From an optimization exercise on the open Yosys and OpenROAD flow, aimed at small area; shortcuts taken in it are not production practice. RTL that was checked went through simulation tests only; none was proved equivalent to the original. No activity file was given, so power comes from the tool's default toggle rates.

==> delta: inputs <==
## dc_accel
module dc_accel (
    input  wire         clk,
    input  wire         rst,
    input  wire [2:0]   mod_bit,
    input  wire [2:0]   demod_neg,
    input  wire [2:0]   restart_req,
    input  wire [2:0]   ts_slow,
    output wire [2:0]   sw_valid,
    output wire [35:0]  coarse,
    output wire [2:0]   coarse_sat,
    output wire [2:0]   coarse_first,
    output wire [104:0] hb,
    output wire [2:0]   ts_valid,
    output wire [47:0]  ts_sample,
    output wire [2:0]   ts_sat,
    output wire [2:0]   ts_first
);
    reg [16:0] tstamp;      
    always @(posedge clk) begin
        if (rst)
            tstamp <= 17'd0;
        else
            tstamp <= (tstamp == 17'd122879) ? 17'd0 : tstamp + 17'd1;
    end
    wire [5:0] r = tstamp[5:0];
    localparam [63:0] H0_0 = 64'h8888888888888888;
    localparam [63:0] H0_1 = 64'h2828282828282828;
    localparam [63:0] H0_2 = 64'h52f852f852f852f8;
    localparam [63:0] H0_3 = 64'h25728fd825728fd8;
    localparam [63:0] H0_4 = 64'h17656212bdcfc8b8;
    localparam [63:0] H0_5 = 64'h0d976f855ae218d2;
    localparam [63:0] H0_6 = 64'h0358cef7713ade85;
  ...
Settings: LEC_CHECK=0, ABC_AREA=1, CAP_MARGIN=20, CORE_MARGIN=2, CORE_UTILIZATION=70, CTS_CLUSTER_DIAMETER=100, CTS_CLUSTER_SIZE=24, SLEW_MARGIN=20; clock period 40.0 ns.
run.sh (not shown) runs the stock make flow with config.mk's settings and CLKGATE_MAP_FILE= SYNTH_SCRIPT=/design/flow/synth_recipe.tcl, a recipe that flattens the netlist after the stock synthesis.
==> inputs of willow, as changes to delta <==
--- a/flow/design.v
+++ b/flow/design.v
@@ -96,15 +96,18 @@
             C <= c_sum[22:0];
             D <= d_sum[19:0];
         end
     end
     wire        accept = (k >= 4'd5);
     wire [24:0] u = accept ? {A[24] | A[23], ~A[23], A[22:0]} : 25'h1000000;
+    reg [24:0] Y;             
+    always @(posedge clk)
+        Y <= r0 ? u : {1'b0, Y[24:1]};
+    wire zs = Y[0];
     reg [63:0] R1, R2, R3, RH, RT;
     wire g25 = (r >= 6'd1) && (r <= 6'd25);
-    wire zs  = ((r <= 6'd14) ? R2[50] : R3[36]) & g25;
     wire e1 = R1[0]  & g25;
     wire e2 = R1[25] & g25;
     wire e3 = R2[0]  & g25;
     wire e4 = R2[25] & g25;
     wire e5 = R3[0]  & g25;
     wire o1 = R3[25] & g25;
@@ -194,16 +197,12 @@
     always @(posedge clk) begin
         R1 <= {R1[0], R1[63:1]};
         R2 <= {R2[0], R2[63:1]};
         R3 <= {R3[0], R3[63:1]};
         RH <= {RH[0], RH[63:1]};
         RT <= {RT[0], RT[63:1]};
-        if (r0) begin
-            R2[63:50] <= u[13:0];
-            R3[60:50] <= u[24:14];
-        end
         if (agE) begin
             R1[63] <= clrE_l ? zp : zs;
             R1[24] <= clrE_l ? zp : e1;
             R2[63] <= clrE_l ? zp : e2;
             R2[24] <= clrE_l ? zp : e3;
             R3[63] <= clrE_l ? zp : e4;
Settings changed: CTS_BUF_LIST from default to sky130_fd_sc_hd__clkbuf_8, CTS_CLUSTER_DIAMETER 100 to default, CTS_CLUSTER_SIZE 24 to 30.
==> comparison table <==
| metric | delta | willow |
|---|---|---|
| Area of the multi-input gates | 18600 um^2 | 18500 um^2 |
| Total power density per cell area | 58.4 nW/um^2 | 64.7 nW/um^2 |
| Leakage power figure | 23.8 nW | 26.2 nW |
| Outcome | no timing/DRC/antenna violations | no timing/DRC/antenna violations |
| Mux cell area share after synthesis | 0.0651% | 0% |
| Hold Startpoint | lane[2].u_lane.R1[51] | lane[0].u_lane.RH[25] |
| Met3 usage | 7.72% | 10.5% |
| Number of non-clock inverters | 658 | 712 |
| Synthesized-area fraction occupied by xor and xnor cells | 0.388% | 0.492% |
| Detailed route wirelength on metal2 | 68.0 mm | 73.6 mm |
| Logic pwr share | 22.7% | 18.5% |
| Die Area | 76300 um^2 | 78600 um^2 |
| Switching part of the total | 30.5% | 30.4% |
| Synth Area in Compound Gates | 6.94% | 6.70% |
No functional check of the RTL was part of any run of this note.

==> zinc <==
dc_accel, a different RTL version from the one above (not shown whole).
make LEC_CHECK=0 CAP_MARGIN=20 CORE_MARGIN=2 CORE_UTILIZATION=70 CTS_CLUSTER_DIAMETER=100 CTS_CLUSTER_SIZE=28 SLEW_MARGIN=20 finish   # period 40.0 ns
==> inputs of juniper, as changes to zinc <==
--- a/flow/design.v
+++ b/flow/design.v
@@ -6,15 +6,14 @@
     input  wire        demod_neg,
     input  wire        restart_req,
     input  wire        ts_slow,
     input  wire [15:0] h0,
     input  wire [17:0] h1,
     input  wire [17:0] h2,
     input  wire [15:0] h3,
-    input  wire        ev_l,          
     output wire        sw_valid,
     output wire [11:0] coarse,
     output wire        coarse_sat,
     output wire        coarse_first,
     output wire [34:0] hb,
     output wire        ts_valid,
     output wire [15:0] ts_sample,
@@ -22,48 +21,48 @@
     output wire        ts_first
 );
     wire [5:0] r  = tstamp[5:0];
     wire       r0 = (r == 6'd0);
     wire       swap_inst = r0 && !tstamp[6];
     reg        pend, m_slow, tsarm, tsdone, fresh;
     reg  [3:0] k;             
+    reg        rs_ev, m_new;  
     wire do_restart = pend && swap_inst;
-    wire ts_inst = r0 && ((tstamp[16:6] == 11'd0) ||
-                          (!m_slow && tstamp[16:6] == 11'd960));
-    reg clrE_l, swp_l, swf_l, tsi_l, tsp_l, tsf_l, fresh_l, s_l;
+    wire ev  = !tstamp[6];    
+    wire tsb = (tstamp[16:6] == 11'd0) ||
+               (!m_slow && tstamp[16:6] == 11'd960);    
     always @(posedge clk) begin
         if (rst) begin
             pend <= 1'b0; m_slow <= ts_slow; tsarm <= 1'b0; tsdone <= 1'b0;
-            fresh <= 1'b1; k <= 4'd0;
-            swp_l <= 1'b0; tsp_l <= 1'b0;
+            fresh <= 1'b1; k <= 4'd0; rs_ev <= 1'b0;
         end else begin
             pend <= restart_req | (pend & ~do_restart);
             if (r0) begin
-                clrE_l  <= !tstamp[6] && (do_restart || k == 4'd0);
-                swp_l   <= !tstamp[6] && (k >= 4'd8);
-                swf_l   <= (k == 4'd8);
-                tsi_l   <= ts_inst;
-                tsp_l   <= ts_inst && tsarm;
-                tsf_l   <= !tsdone;
-                fresh_l <= fresh;
-                s_l     <= !m_slow;
-                fresh   <= ts_inst || do_restart;
-                if (do_restart) begin
+                rs_ev <= do_restart;
+                m_new <= ts_slow;
+            end
+            if (r == 6'd63) begin
+                fresh <= tsb || rs_ev;
+                if (rs_ev) begin
                     k      <= 4'd1;
-                    m_slow <= ts_slow;
+                    m_slow <= m_new;
                     tsarm  <= 1'b0;
                     tsdone <= 1'b0;
                 end else begin
                     if (k != 4'd9) k <= k + 4'd1;
-                    if (ts_inst && k >= 4'd4) tsarm <= 1'b1;
-                    if (ts_inst && tsarm) tsdone <= 1'b1;
+                    if (tsb && k >= 4'd4) tsarm <= 1'b1;
+                    if (tsb && tsarm) tsdone <= 1'b1;
                 end
             end
         end
     end
+    wire clrE  = ev && (rs_ev || k == 4'd0);
+    wire swp   = ev && (k >= 4'd8);
+    wire tsp   = tsb && tsarm;
+    wire s_2   = !m_slow;
     wire b = mod_bit ^ demod_neg;
     reg [24:0] A;
     reg [23:0] B;
     reg [22:0] C;
     reg [19:0] D;
     wire        cic_clr = do_restart || (k == 4'd0);
     wire [24:0] a_base = r0 ? (cic_clr ? 25'd0 : {1'b0, B}) : A;
@@ -101,50 +100,49 @@
     wire x7d = ((r <= 6'd15) ? RD[49] : RC[35]) & (r >= 6'd2) & (r <= 6'd26);
     wire x1  = RC[0]  & g25;
     wire x2  = RC[25] & g25;
     wire x3  = RD[0]  & g25;
     wire x4  = RD[25] & g25;
     wire x5  = RA[35] & g25;
     wire x6  = RB[34] & g25;
-    wire zs  = ev_l ? x7 : (RB[0] & g25);             
+    wire zs  = ev ? x4 : (RB[0] & g25);               
+    wire x4s = RD[17] & (r >= 6'd9) & (r <= 6'd33);   
     wire zp  = (r == 6'd25);                          
     wire c_init = (r == 6'd63);
     reg cb, cc, ct1, cd, ce1, ce2, cp1, cp2, cp3, ch1, ch2, cs1, cs2, cs3, ccr, cn;
     reg c1d, c2d, dd1, dd2, dd3, dd4, zsd;
-    reg [7:0] x4d;
     wire sb  = x1 ^ x6 ^ cb;    wire nb  = (x1 & x6) | (cb & (x1 ^ x6));
     wire sc  = x3 ^ x5 ^ cc;    wire nc  = (x3 & x5) | (cc & (x3 ^ x5));
     wire st1 = c2d ^ c1d ^ ct1; wire nt1 = (c2d & c1d) | (ct1 & (c2d ^ c1d));
     wire nsb = ~sb;
     wire sd  = st1 ^ nsb ^ cd;  wire nd  = (st1 & nsb) | (cd & (st1 ^ nsb));
     wire se1 = sd ^ dd3 ^ ce1;  wire ne1 = (sd & dd3) | (ce1 & (sd ^ dd3));
     wire se2 = se1 ^ dd4 ^ ce2; wire ne2 = (se1 & dd4) | (ce2 & (se1 ^ dd4));
     wire sp1 = se2 ^ x7 ^ cp1;  wire np1 = (se2 & x7) | (cp1 & (se2 ^ x7));
     wire sp2 = sp1 ^ x7d ^ cp2; wire np2 = (sp1 & x7d) | (cp2 & (sp1 ^ x7d));
-    wire sp3 = sp2 ^ x4d[7] ^ cp3; wire np3 = (sp2 & x4d[7]) | (cp3 & (sp2 ^ x4d[7]));
+    wire sp3 = sp2 ^ x4s ^ cp3; wire np3 = (sp2 & x4s) | (cp3 & (sp2 ^ x4s));
     wire pb  = RB[0] & (r >= 6'd1) & (r <= 6'd34);
     wire sh1 = pb ^ zs ^ ch1;   wire nh1 = (pb & zs) | (ch1 & (pb ^ zs));
     wire sh2 = sh1 ^ zsd ^ ch2; wire nh2 = (sh1 & zsd) | (ch2 & (sh1 ^ zsd));
-    wire ss1 = zs ^ x1 ^ cs1;   wire ns1 = (zs & x1) | (cs1 & (zs ^ x1));
-    wire ss2 = x2 ^ x3 ^ cs2;   wire ns2 = (x2 & x3) | (cs2 & (x2 ^ x3));
+    wire ss1 = zs ^ x7 ^ cs1;   wire ns1 = (zs & x7) | (cs1 & (zs ^ x7));
+    wire ss2 = x1 ^ x2 ^ cs2;   wire ns2 = (x1 & x2) | (cs2 & (x1 ^ x2));
     wire ss3 = ss1 ^ ss2 ^ cs3; wire ns3 = (ss1 & ss2) | (cs3 & (ss1 ^ ss2));
     wire k12 = (r == 6'd13);
     wire scr = ss3 ^ k12 ^ ccr; wire ncr = (ss3 & k12) | (ccr & (ss3 ^ k12));
     localparam [34:0] KTS = 35'h08001E000;
     wire g35  = (r >= 6'd1) && (r <= 6'd35);
     wire [5:0] ri = r - 6'd1;
     wire kbit = KTS[ri];
-    wire accb = (fresh_l ? kbit : RA[0]) & g35;
-    wire su   = s_l ? zsd : zs;
+    wire accb = (fresh ? kbit : RA[0]) & g35;
+    wire su   = s_2 ? zsd : zs;
     wire sn   = accb ^ su ^ cn;  wire nn = (accb & su) | (cn & (accb ^ su));
     always @(posedge clk) begin
         zsd <= zs;
         c1d <= sc;  c2d <= c1d;
         dd1 <= sd;  dd2 <= dd1; dd3 <= dd2; dd4 <= dd3;
-        x4d <= {x4d[6:0], x4};
         if (c_init) begin
             cb <= 1'b0; cc <= 1'b0; ct1 <= 1'b0; cd <= 1'b1; ce1 <= 1'b0;
             ce2 <= 1'b0; cp1 <= 1'b0; cp2 <= 1'b0; cp3 <= 1'b0; ch1 <= 1'b0;
             ch2 <= 1'b0; cs1 <= 1'b0; cs2 <= 1'b0; cs3 <= 1'b0; ccr <= 1'b0;
             cn <= 1'b0;
         end else begin
             cb <= nb; cc <= nc; ct1 <= nt1; cd <= nd; ce1 <= ne1;
@@ -165,15 +163,15 @@
     wire [1:0] jm = r[1:0] + 2'd1;                      
     wire [3:0] w  = (r == 6'd35) ? 4'd14 : (4'd1 << jm);
     wire [4:0] rs = {1'b0, (r == 6'd15) ? 4'd0 : rem} + (sn ? {1'b0, w} : 5'd0);
     wire [4:0] rm = (rs >= 5'd15) ? rs - 5'd15 : rs;
     wire tie = z14 && (rem == 4'd0) && (sgn || zhi);
     wire [3:0] cdiv = tie ? 4'd15 : rem;
     wire [5:0] jj = r - 6'd36;
-    wire p2  = tsi_l && (r >= 6'd36) && (r <= 6'd56);
+    wire p2  = tsb && (r >= 6'd36) && (r <= 6'd56);
     wire nj  = RA[43];
     wire cj  = (jj < 6'd4) ? cdiv[jj[1:0]] : 1'b0;
     wire xj  = nj ^ cj ^ bx;     wire nbx = (~nj & (cj | bx)) | (cj & bx);
     wire q4  = RA[39] & (r >= 6'd40);
     wire qj  = q4 ^ xj ^ bq;     wire nbq = (~q4 & (xj | bq)) | (xj & bq);
     always @(posedge clk) begin
         if (r == 6'd1) z14 <= ~sn;
@@ -184,67 +182,67 @@
         if (r == 6'd35) sgn <= sn;
         if (r == 6'd35) begin
             bx <= 1'b0; bq <= 1'b0;
         end else begin
             bx <= nbx; bq <= nbq;
         end
     end
-    wire agE = ev_l && g25;
-    wire agO = !ev_l && g25;
+    wire agE = ev && g25;
     always @(posedge clk) begin
         RA <= {RA[0], RA[63:1]};
         RB <= {RB[0], RB[63:1]};
         RC <= {RC[0], RC[63:1]};
         RD <= {RD[0], RD[63:1]};
         if (r0) begin
-            if (tstamp[6]) begin
-                RB[24:0] <= u;                  
+            if (!ev) begin
+                RB[24:0] <= RB[25:1] | u;                   
             end else begin
-                RD[63:50] <= u[13:0];           
-                RC[60:50] <= u[24:14];
+                RD[49:25] <= RD[50:26] | u;                 
             end
         end
-        if (g25) begin
-            RC[63] <= (ev_l && clrE_l) ? zp : zs;         
-            RC[24] <= (ev_l && clrE_l) ? zp : x1;         
-            RD[63] <= (ev_l && clrE_l) ? zp : x2;         
-            RD[24] <= (ev_l && clrE_l) ? zp : x3;         
-        end
+        if (ev && r >= 6'd36 && r <= 6'd60) RB[28] <= 1'b0;    
+        if (!ev && r >= 6'd9 && r <= 6'd33) RD[16] <= 1'b0;    
+        if (!ev && r >= 6'd2 && r <= 6'd15) RD[48] <= zsd;     
+        if (!ev && r >= 6'd16 && r <= 6'd26) RC[34] <= zsd;
         if (agE) begin
-            RA[34] <= clrE_l ? zp : x4;                   
-            RB[33] <= clrE_l ? zp : x5;                   
-            if (r <= 6'd14) RD[49] <= clrE_l ? zp : x6;   
-            else            RC[35] <= clrE_l ? zp : x6;
+            RC[63] <= clrE ? zp : x4;                   
+            RC[24] <= clrE ? zp : x7;                   
+            RD[63] <= clrE ? zp : x1;                   
+            RD[24] <= clrE ? zp : x2;                   
+            RA[34] <= clrE ? zp : x3;                   
+            RB[33] <= clrE ? zp : x5;                   
+            if (r <= 6'd14) RD[49] <= clrE ? zp : x6;   
+            else            RC[35] <= clrE ? zp : x6;
         end
         if (r >= 6'd14 && r <= 6'd17) RA[46] <= scr;     
         if (r >= 6'd18 && r <= 6'd22) RB[41] <= scr;     
         if (r >= 6'd23 && r <= 6'd25) RC[38] <= scr;     
         if (r >= 6'd1 && r <= 6'd34)
-            RB[63] <= ev_l ? sh2 : sp3;
+            RB[63] <= ev ? sh2 : sp3;
         if (g35)
             RA[63] <= sn;
         if (p2)
             RA[42] <= qj;
     end
-    assign sw_valid     = swp_l && (r == 6'd35);
-    assign coarse_first = swf_l;
+    assign sw_valid     = swp && (r == 6'd35);
+    assign coarse_first = (k == 4'd8);
     assign hb = {~RB[63], RB[62:30], 1'b0};
     wire [11:0] qc = {RC[29:27], RB[29:25], RA[29:26]};
     wire qz  = (qc == 12'd0) && !q12 && !qs;
     wire tc  = zt && (qs || qz);
     wire shi = !qs && (q12 || qc[11]);
     wire slo = qs && (!(q12 && qc[11]) || (tc && qc[10:0] == 11'd0));
     assign coarse     = shi ? 12'h7FF : slo ? 12'h800 : (qc - {11'd0, tc});
     assign coarse_sat = shi || slo;
     wire [5:0] qhi = RA[42:37];
     wire tsat = !((qhi == 6'h00) || (qhi == 6'h3F));
-    assign ts_valid  = tsp_l && (r == 6'd57);
+    assign ts_valid  = tsp && (r == 6'd57);
     assign ts_sample = tsat ? (RA[42] ? 16'h8000 : 16'h7FFF) : RA[37:22];
     assign ts_sat    = tsat;
-    assign ts_first  = tsf_l;
+    assign ts_first  = !tsdone;
 endmodule
 module dc_accel (
     input  wire         clk,
     input  wire         rst,
     input  wire [2:0]   mod_bit,
     input  wire [2:0]   demod_neg,
     input  wire [2:0]   restart_req,
@@ -335,17 +333,14 @@
     localparam [63:0] H3_13 = 64'h0fc0ffc000000000;
     localparam [63:0] H3_14 = 64'h0fff000000000000;
     localparam [63:0] H3_15 = 64'hf000000000000000;
     wire [15:0] h0 = {H0_15[r], H0_14[r], H0_13[r], H0_12[r], H0_11[r], H0_10[r], H0_9[r], H0_8[r], H0_7[r], H0_6[r], H0_5[r], H0_4[r], H0_3[r], H0_2[r], H0_1[r], H0_0[r]};
     wire [17:0] h1 = {H1_17[r], H1_16[r], H1_15[r], H1_14[r], H1_13[r], H1_12[r], H1_11[r], H1_10[r], H1_9[r], H1_8[r], H1_7[r], H1_6[r], H1_5[r], H1_4[r], H1_3[r], H1_2[r], H1_1[r], H1_0[r]};
     wire [17:0] h2 = {H2_17[r], H2_16[r], H2_15[r], H2_14[r], H2_13[r], H2_12[r], H2_11[r], H2_10[r], H2_9[r], H2_8[r], H2_7[r], H2_6[r], H2_5[r], H2_4[r], H2_3[r], H2_2[r], H2_1[r], H2_0[r]};
     wire [15:0] h3 = {H3_15[r], H3_14[r], H3_13[r], H3_12[r], H3_11[r], H3_10[r], H3_9[r], H3_8[r], H3_7[r], H3_6[r], H3_5[r], H3_4[r], H3_3[r], H3_2[r], H3_1[r], H3_0[r]};
-    reg ev_l;
-    always @(posedge clk)
-        if (tstamp[5:0] == 6'd0) ev_l <= !tstamp[6];
     genvar g;
     generate
         for (g = 0; g < 3; g = g + 1) begin : lane
             dc_lane u_lane (
                 .clk          (clk),
                 .rst          (rst),
                 .tstamp       (tstamp),
@@ -353,15 +348,14 @@
                 .demod_neg    (demod_neg[g]),
                 .restart_req  (restart_req[g]),
                 .ts_slow      (ts_slow[g]),
                 .h0           (h0),
                 .h1           (h1),
                 .h2           (h2),
                 .h3           (h3),
-                .ev_l         (ev_l),
                 .sw_valid     (sw_valid[g]),
                 .coarse       (coarse[12*g +: 12]),
                 .coarse_sat   (coarse_sat[g]),
                 .coarse_first (coarse_first[g]),
                 .hb           (hb[35*g +: 35]),
                 .ts_valid     (ts_valid[g]),
                 .ts_sample    (ts_sample[16*g +: 16]),
==> flow/flow/run.sh (new file) <==
#!/bin/bash
# Own flow: the standard layout (standard.sh, all ORFS steps unchanged),
# except that synthesis maps the logic with an area-oriented ABC script
# (flow/abc.script) in place of ORFS's abc_speed.script. Registers, their
# names and cells are the same as in the standard synthesis.
set -euo pipefail
work="$(cd "$(dirname "$0")/.." && pwd)"
cd "$work"
rm -rf "$work/orfs_scripts"
cp -r "$FLOW_HOME/scripts" "$work/orfs_scripts"
cp "$work/flow/abc.script" "$work/orfs_scripts/abc_speed.script"
SCRIPTS_DIR="$work/orfs_scripts" bash "$work/standard.sh" > "$work/standard_flow.log" 2>&1
==> flow/flow/abc.script (new file) <==
&get -n
&st
&syn2
&dch
&nf -a
&st
&syn2
&dch
&nf -a
&put
==> flow/standard.sh (new file) <==
#!/bin/bash
# synth_recipe.tcl (not shown) runs the flow's synth.tcl, then flattens the netlist and writes it again
# the make line also repeats each setting of config.mk as NAME=value (left out here)
make -C /OpenROAD-flow-scripts/flow DESIGN_CONFIG=/design/flow/config.mk WORK_HOME=/design/flow/orfs CLKGATE_MAP_FILE= SYNTH_SCRIPT=/design/flow/synth_recipe.tcl "${@:-finish}"
removed: flow/run.sh
==> flow_summary.yaml <==
status:
  status: "no timing/DRC/antenna violations"
clock_tree:
  worstSkewPairLatency_ns: 0.67
die:
  die_h_um: 264
final_layout:
  clock_tree_area_fraction_pct: 2.76
  fin_cells: 5251
  drive_gt1_share_pct: 4.66
critical_path:
  worst-path-stages: 33
The numbers above come from zinc.

==> flow_summary.yaml <==
status:
  status: "no timing/DRC/antenna violations"
final_layout:
  fin_cells: 4972
  clock_tree_area_fraction_pct: 2.98
  bufAreaShareNonClock_pct: 5.47
  drive_gt1_share_pct: 3.59
die:
  die_h_um: 255
critical_path:
  worst-path-stages: 34
clock_tree:
  worstSkewPairLatency_ns: 0.68
The numbers above come from juniper.

==> what the ideal ports hide <==
How much do the figures lean on ideal ports? The routed layouts below were timed once more, with nothing changed but the port constraints. Step 1 assumes that a clkbuf_16 drives the clock port and a buf_2 every other input. Step 2 moves the port delays by t, midway between the first and last clock arrival at a register: inputs arrive t later, outputs are due t later. That takes back most of the time a late clock gives input paths. a / b / c = no drivers / after step 1 / after step 2; a / b = the first two.
run | shift t [ns] | slack for setup (ns) | hold WS [ns] | cell pins on the clock port's net
delta | 0.722 | 24.300 / 24.352 / 23.630 | 0.308 / 0.308 / 0.308 | 1
willow | 0.956 | 24.708 / 24.756 / 23.800 | 0.282 / 0.282 / 0.282 | 1
zinc | 0.726 | 24.598 / 24.645 / 23.919 | 0.328 / 0.328 / 0.328 | 1
juniper | 0.721 | 24.302 / 24.348 / 23.627 | 0.308 / 0.308 / 0.308 | 1
After both steps every run listed still meets setup and hold. The setup slack of willow, which loses most, moves by +0.048 ns with the drivers and by -0.908 ns with both steps.
